From an optimization exercise on the open Yosys and OpenROAD flow, aimed at small area; shortcuts taken in it are not production practice. Only simulation tests tie the RTL to the original design; equivalence was not proved. Power figures rest on the tool's default switching activity, not on a simulated workload.

JK:
==> flow/design.v <==
module vbs_rca #(parameter W = 8) (
    input  wire [W-1:0] a,
    input  wire [W-1:0] b,
    input  wire         ci,
    output wire [W-1:0] s,
    output wire         co
);
    wire [W:0] c;
    assign c[0] = ci;
    genvar i;
    generate
        for (i = 0; i < W; i = i + 1) begin : g
            assign s[i]   = a[i] ^ b[i] ^ c[i];
            assign c[i+1] = (a[i] & b[i]) | (a[i] & c[i]) | (b[i] & c[i]);
        end
    endgenerate
    assign co = c[W];
endmodule
module vbs_sinc2(input [14:0] h, output [6:0] f);
    wire n1 = h[0] ^ h[2] ^ h[4];
    wire n2 = (h[0] & h[2]) | (h[0] & h[4]) | (h[2] & h[4]);
    wire n3 = h[6] ^ h[8] ^ h[10];
    wire n4 = (h[6] & h[8]) | (h[6] & h[10]) | (h[8] & h[10]);
    wire n5 = h[1] ^ h[13] ^ h[2];
    wire n6 = (h[1] & h[13]) | (h[1] & h[2]) | (h[13] & h[2]);
    wire n7 = h[12] ^ h[5] ^ h[9];
    wire n8 = (h[12] & h[5]) | (h[12] & h[9]) | (h[5] & h[9]);
    wire n9 = h[3] ^ h[11] ^ h[4];
    wire n10 = (h[3] & h[11]) | (h[3] & h[4]) | (h[11] & h[4]);
    wire n11 = h[10] ^ h[5] ^ h[9];
    wire n12 = (h[10] & h[5]) | (h[10] & h[9]) | (h[5] & h[9]);
    wire n13 = n1 ^ n3 ^ h[12];
    wire n14 = (n1 & n3) | (n1 & h[12]) | (n3 & h[12]);
    wire n15 = n2 ^ n4 ^ n5;
    wire n16 = (n2 & n4) | (n2 & n5) | (n4 & n5);
    wire n17 = n7 ^ h[6] ^ h[8];
    wire n18 = (n7 & h[6]) | (n7 & h[8]) | (h[6] & h[8]);
    wire n19 = n6 ^ n8 ^ n9;
    wire n20 = (n6 & n8) | (n6 & n9) | (n8 & n9);
    wire n21 = n11 ^ h[6] ^ h[8];
    wire n22 = (n11 & h[6]) | (n11 & h[8]) | (h[6] & h[8]);
    wire n23 = n10 ^ n12 ^ h[7];
    wire n24 = (n10 & n12) | (n10 & h[7]) | (n12 & h[7]);
    wire n25 = n14 ^ n15 ^ n17;
    wire n26 = (n14 & n15) | (n14 & n17) | (n15 & n17);
    wire n27 = n16 ^ n18 ^ n19;
    wire n28 = (n16 & n18) | (n16 & n19) | (n18 & n19);
    wire n29 = n20 ^ n22 ^ n23;
    wire n30 = (n20 & n22) | (n20 & n23) | (n22 & n23);
    wire n31 = n26 ^ n27 ^ n21;
    wire n32 = (n26 & n27) | (n26 & n21) | (n27 & n21);
    wire n33 = n32 ^ n28 ^ n29;
    wire n34 = (n32 & n28) | (n32 & n29) | (n28 & n29);
    wire n35 = n34 ^ n30 ^ n24;
    wire n36 = (n34 & n30) | (n34 & n24) | (n30 & n24);
    wire n37 = n13 ^ h[14];
    wire n38 = n13 & h[14];
    wire n39 = n25 ^ n38;
    wire n40 = n25 & n38;
    wire n41 = n31 ^ n40;
    wire n42 = n31 & n40;
    wire n43 = n33 ^ n42;
    wire n44 = n33 & n42;
    wire n45 = n35 ^ n44;
    wire n46 = n35 & n44;
    wire n47 = n36 ^ n46;
    wire n48 = n36 & n46;
    assign f = {n48, n47, n45, n43, n41, n39, n37};
endmodule
module vb_sense (
    input  wire         clk,
    input  wire         rst,
    input  wire         enable,
    input  wire         tick,
    input  wire [5:0]   s_ls,
    input  wire         s_hs,
    input  wire         hs_en,
    input  wire [95:0]  sense_fs,
    input  wire [95:0]  i_oc,
    input  wire [15:0]  hs_fs,
    input  wire [15:0]  bank_oc,
    output wire [48:0]  f_code,
    output wire [5:0]   oc_fault,
    output wire         bank_oc_fault,
    output reg          meas_valid,
    output wire [101:0] meas_x
);
    wire       clr  = rst | ~enable;
    wire       inst = tick & enable & ~rst;
    wire [6:0] bits = {s_hs, s_ls};
    integer n;
    genvar  c;
    reg         fresh;                 
    reg  [4:0]  q    [0:6];            
    reg  [6:0]  qz;                    
    reg  [6:0]  prev_hit;
    reg  [6:0]  sticky;
    wire [6:0]  hit;
    always @(posedge clk) begin
        if (clr)       fresh <= 1'b1;
        else if (inst) fresh <= 1'b0;
    end
    generate
        for (c = 0; c < 7; c = c + 1) begin : g_fast
            reg  [14:0] h;             
            wire        h0 = h[0] & ~fresh;
            wire [6:0]  f;
            vbs_sinc2 u_s (.h({h[14:1], h0}), .f(f));
            always @(posedge clk) begin
                if (clr)       h[14:1] <= 14'd0;
                else if (inst) h[14:1] <= {h[13:1], h0};
                if (inst)      h[0] <= bits[c];
            end
            assign f_code[7*c +: 7] = f;
            wire        ge;
            vbs_rca #(6) u_c (.a({f[6], f[4:0]}), .b(~{1'b0, q[c]}), .ci(qz[c]), .s(), .co(ge));
            assign hit[c] = (f[6] | f[5]) & ge;
        end
    endgenerate
    assign oc_fault      = sticky[5:0] | (hit[5:0] & prev_hit[5:0]);
    assign bank_oc_fault = sticky[6]   | (hit[6] & prev_hit[6]);
    always @(posedge clk) begin
        if (clr) begin
            prev_hit <= 7'd0;
            sticky   <= 7'd0;
        end else if (tick) begin
            prev_hit <= {hit[6] & hs_en, hit[5:0]};
            sticky   <= {bank_oc_fault, oc_fault};
        end
    end
    reg  [6:0]  dsel;                  
    reg  [1:0]  dph;                   
    reg  [15:0] rem;
    reg  [3:0]  qq;
    wire [111:0] fs_all = {hs_fs, sense_fs};
    wire [111:0] i_all  = {bank_oc, i_oc};
    wire [15:0]  d_fs, d_i;
    generate
        for (c = 0; c < 16; c = c + 1) begin : g_dmux
            wire [6:0] tf, ti;
            genvar k;
            for (k = 0; k < 7; k = k + 1) begin : g_k
                assign tf[k] = dsel[k] & fs_all[16*k + c];
                assign ti[k] = dsel[k] & i_all[16*k + c];
            end
            assign d_fs[c] = |tf;
            assign d_i[c]  = |ti;
        end
    endgenerate
    wire [15:0] r0 = (dph == 2'd0) ? d_i : rem;
    wire [15:0] t1, t2;
    wire        nb1, nb2;
    vbs_rca #(16) u_d1 (.a({r0[14:0], 1'b0}), .b(~d_fs), .ci(1'b1), .s(t1), .co(nb1));
    wire        qa = nb1 | r0[15];
    wire [15:0] r1 = qa ? t1 : {r0[14:0], 1'b0};
    vbs_rca #(16) u_d2 (.a({r1[14:0], 1'b0}), .b(~d_fs), .ci(1'b1), .s(t2), .co(nb2));
    wire        qb = nb2 | r1[15];
    wire [15:0] r2 = qb ? t2 : {r1[14:0], 1'b0};
    always @(posedge clk) begin
        if (clr) begin
            dsel <= 7'd1;
            dph  <= 2'd0;
        end else if (dph == 2'd2) begin
            dph  <= 2'd0;
            dsel <= {dsel[5:0], dsel[6]};
        end else begin
            dph  <= dph + 2'd1;
        end
        rem <= r2;
        qq  <= (dph == 2'd0) ? {2'b00, qa, qb} : {qq[1:0], qa, qb};
        for (n = 0; n < 7; n = n + 1)
            if (dph == 2'd2 && dsel[n]) begin
                q[n]  <= {qq, qa};
                qz[n] <= (r1 == 16'd0);
            end
    end
    reg  [5:0]  pos;                   
    reg  [1:0]  blk;                   
    reg  [1:0]  ph;                    
    reg  [2:0]  fl;                    
    reg  [2:0]  zl;                    
    reg  [2:0]  dl;                    
    wire        apply = |fl;
    wire        zero  = |zl;
    wire [1:0]  role  = (ph == blk) ? 2'd0 :
                        (ph == ((blk == 2'd2) ? 2'd0 : blk + 2'd1)) ? 2'd1 : 2'd2;
    wire        zc    = apply & (role == 2'd2) & (pos == 6'd0);
    reg  [11:0] wr0, wr1, wr2;         
    wire        p0    = (pos == 6'd0);
    wire [11:0] w     = (role == 2'd0) ? (p0 ? 12'd2080 : wr2) :
                        (role == 2'd1) ? (p0 ? 12'd2016 : wr2) :
                                         (p0 ? 12'd0    : wr2);
    wire [7:0]  db;                    
    vbs_rca #(8) u_db (.a(8'd65), .b(~{1'b0, pos, 1'b0}), .ci(1'b0), .s(db), .co());
    wire [11:0] wd    = (role == 2'd0) ? {6'b111111, pos} :
                        (role == 2'd1) ? {{4{db[7]}}, db} : {6'd0, pos};
    wire [11:0] wn;
    vbs_rca #(12) u_w (.a(w), .b(wd), .ci(1'b0), .s(wn), .co());
    always @(posedge clk) begin
        wr0 <= apply ? wn : wr2;
        wr1 <= wr0;
        wr2 <= wr1;
    end
    wire        dec   = inst & (pos == 6'd62);
    always @(posedge clk) begin
        if (rst) begin
            blk <= 2'd0;
            ph  <= 2'd0;
            dl  <= 3'd0;
        end else begin
            if (inst && pos == 6'd63) blk <= (blk == 2'd2) ? 2'd0 : blk + 2'd1;
            ph  <= (ph == 2'd2) ? 2'd0 : ph + 2'd1;
            dl  <= {dl[1:0], dec};
        end
        if (clr) begin
            pos <= 6'd63;
            fl  <= 3'd0;
        end else begin
            if (inst) pos <= pos + 6'd1;
            fl  <= {fl[1:0], inst};
        end
        zl <= {zl[1:0], clr};
    end
    reg         cact;                  
    reg  [5:0]  csel;                  
    reg  [3:0]  cstep;                 
    wire        cfirst = (cstep == 4'd0);
    wire        clast  = (cstep == 4'd15);
    wire        capv   = (|dl) & (role == 2'd0);
    wire [18:0] mv;                    
    wire        mm;                    
    wire [17:0] u_in;
    reg  [17:0] u;
    wire [18:0] ms;
    wire [18:0] vsel [0:5];
    wire [5:0]  msel;
    generate
        for (c = 0; c < 6; c = c + 1) begin : g_meas
            reg  [17:0] r0q, r1q, r2q;     
            reg  [18:0] v;                 
            reg  [15:0] fsr;               
            wire        zb   = (zero | zc) & ~capv;
            wire [17:0] base = zb ? 18'd0 : r2q;
            wire [11:0] wadd = ((apply | capv) & g_fast[c].h[0]) ? w : 12'd0;
            wire [17:0] sum;
            wire        sco;
            vbs_rca #(18) u_r (.a(base), .b({6'd0, wadd}), .ci(1'b0), .s(sum), .co(sco));
            always @(posedge clk) begin
                r0q <= sum;
                r1q <= r0q;
                r2q <= r1q;
                if (capv)
                    v <= {~sco & ~sum[17], ~sum[17], sum[16:0]};
                else if (c < 5 && cact && csel[c] && clast)
                    v[16:0] <= ms[18:2];
                if (dec) fsr <= sense_fs[16*c +: 16];
                else     fsr <= {fsr[0], fsr[15:1]};
            end
            assign vsel[c] = csel[c] ? v : 19'd0;
            assign msel[c] = csel[c] & fsr[13];
            assign meas_x[17*c +: 17] = (c < 5) ? v[16:0] : ms[18:2];
        end
    endgenerate
    assign mv = vsel[0] | vsel[1] | vsel[2] | vsel[3] | vsel[4] | vsel[5];
    assign mm = |msel;
    assign u_in = cfirst ? {1'b0, mv[18], 16'd0} : u;
    vbs_rca #(19) u_m (.a({u_in[17], u_in}), .b(mm ? mv : 19'd0), .ci(mv[18]),
                       .s(ms), .co());
    always @(posedge clk) begin
        u <= ms[18:1];
        if (rst) begin
            cact       <= 1'b0;
            meas_valid <= 1'b0;
        end else begin
            meas_valid <= cact & (cstep == 4'd14) & csel[5];
            if (dl[2]) begin
                cact  <= 1'b1;
                csel  <= 6'd1;
                cstep <= 4'd0;
            end else if (cact) begin
                cstep <= cstep + 4'd1;
                if (clast) begin
                    csel <= {csel[4:0], 1'b0};
                    if (csel[5]) cact <= 1'b0;
                end
            end
        end
    end
endmodule
Settings: LEC_CHECK=0, CAP_MARGIN=20, CORE_MARGIN=2, CORE_UTILIZATION=55, PLACE_DENSITY=0.7, SETUP_SLACK_MARGIN=0.3, SLEW_MARGIN=20; clock period 15.0 ns.
standard.sh (not shown) runs the stock make flow with config.mk's settings and CLKGATE_MAP_FILE= SYNTH_SCRIPT=/design/flow/synth_recipe.tcl, a recipe that flattens the netlist after the stock synthesis.
==> flow/flow/run.sh <==
#!/bin/bash
# The standard layout (standard.sh) with two changes: the ports are
# buffered by the smallest buffer (sky130_fd_sc_hd__buf_1), and clock tree
# synthesis uses larger sink clusters and no dummy loads.
# make's output goes to flow_make.log; each ORFS step logs under orfs/logs.
set -euo pipefail
bash standard.sh \
  "BUFFER_PORTS_ARGS=-buffer_cell sky130_fd_sc_hd__buf_1" \
  "CTS_ARGS=-sink_clustering_enable -repair_clock_nets -sink_clustering_size 30 -sink_clustering_max_diameter 80 -dont_use_dummy_load" \
  finish > flow_make.log 2>&1
For PW, these inputs were changed with respect to JK:
--- a/flow/design.v
+++ b/flow/design.v
@@ -252,5 +252,5 @@
                 if (capv)
                     v <= {~sco & ~sum[17], ~sum[17], sum[16:0]};
-                else if (c < 5 && cact && csel[c] && clast)
+                else if (cact && csel[c] && clast)
                     v[16:0] <= ms[18:2];
                 if (dec) fsr <= sense_fs[16*c +: 16];
@@ -259,5 +259,5 @@
             assign vsel[c] = csel[c] ? v : 19'd0;
             assign msel[c] = csel[c] & fsr[13];
-            assign meas_x[17*c +: 17] = (c < 5) ? v[16:0] : ms[18:2];
+            assign meas_x[17*c +: 17] = v[16:0];
         end
     endgenerate
@@ -273,5 +273,5 @@
             meas_valid <= 1'b0;
         end else begin
-            meas_valid <= cact & (cstep == 4'd14) & csel[5];
+            meas_valid <= cact & clast & csel[5];
             if (dl[2]) begin
                 cact  <= 1'b1;
==> run notes <==
Lower average via count per standard cell was reported by PW, not JK. Sort JK and PW by sequential cell area fraction in the yosys report desc -> top: JK. When the final numbers for JK and PW were put side by side, the sequential portion of the cell area turned out to be smaller in PW. [PW vs JK] power per cell area: lower in PW. Number of nets in the synthesized netlist (lower): JK. PW vs JK on via count: PW is the lower one. On number of violations reported at the end of detailed-routing iteration 0, PW does better than JK.

[re-timing with driven ports]
Ports are ideal in the flow. The routed layouts listed here were re-timed in OpenROAD.
Step 1: set_driving_cell puts a clkbuf_16 on clk and a buf_2 on each other input, an assumption about the parent block.
Step 2 times the ports against the registers' clock, not the clock port: input delays grow and output delays shrink by t, the midpoint of the rising clock arrivals with the driver on.
a / b / c = ideal ports / drivers / drivers and shift; a / b = the first two.
run	t, ns	slack for setup (ns)	latest minus earliest clock arrival (ns)
JK	0.645	0.342 / 0.383 / -0.262	0.080 / 0.079
PW	0.628	0.327 / 0.362 / -0.266	0.106 / 0.106
Met with ideal ports but missed after step 2: setup timing in JK and PW. For JK, which loses most, drivers alone change the setup slack by +0.041 ns; drivers and shift together by -0.604 ns.
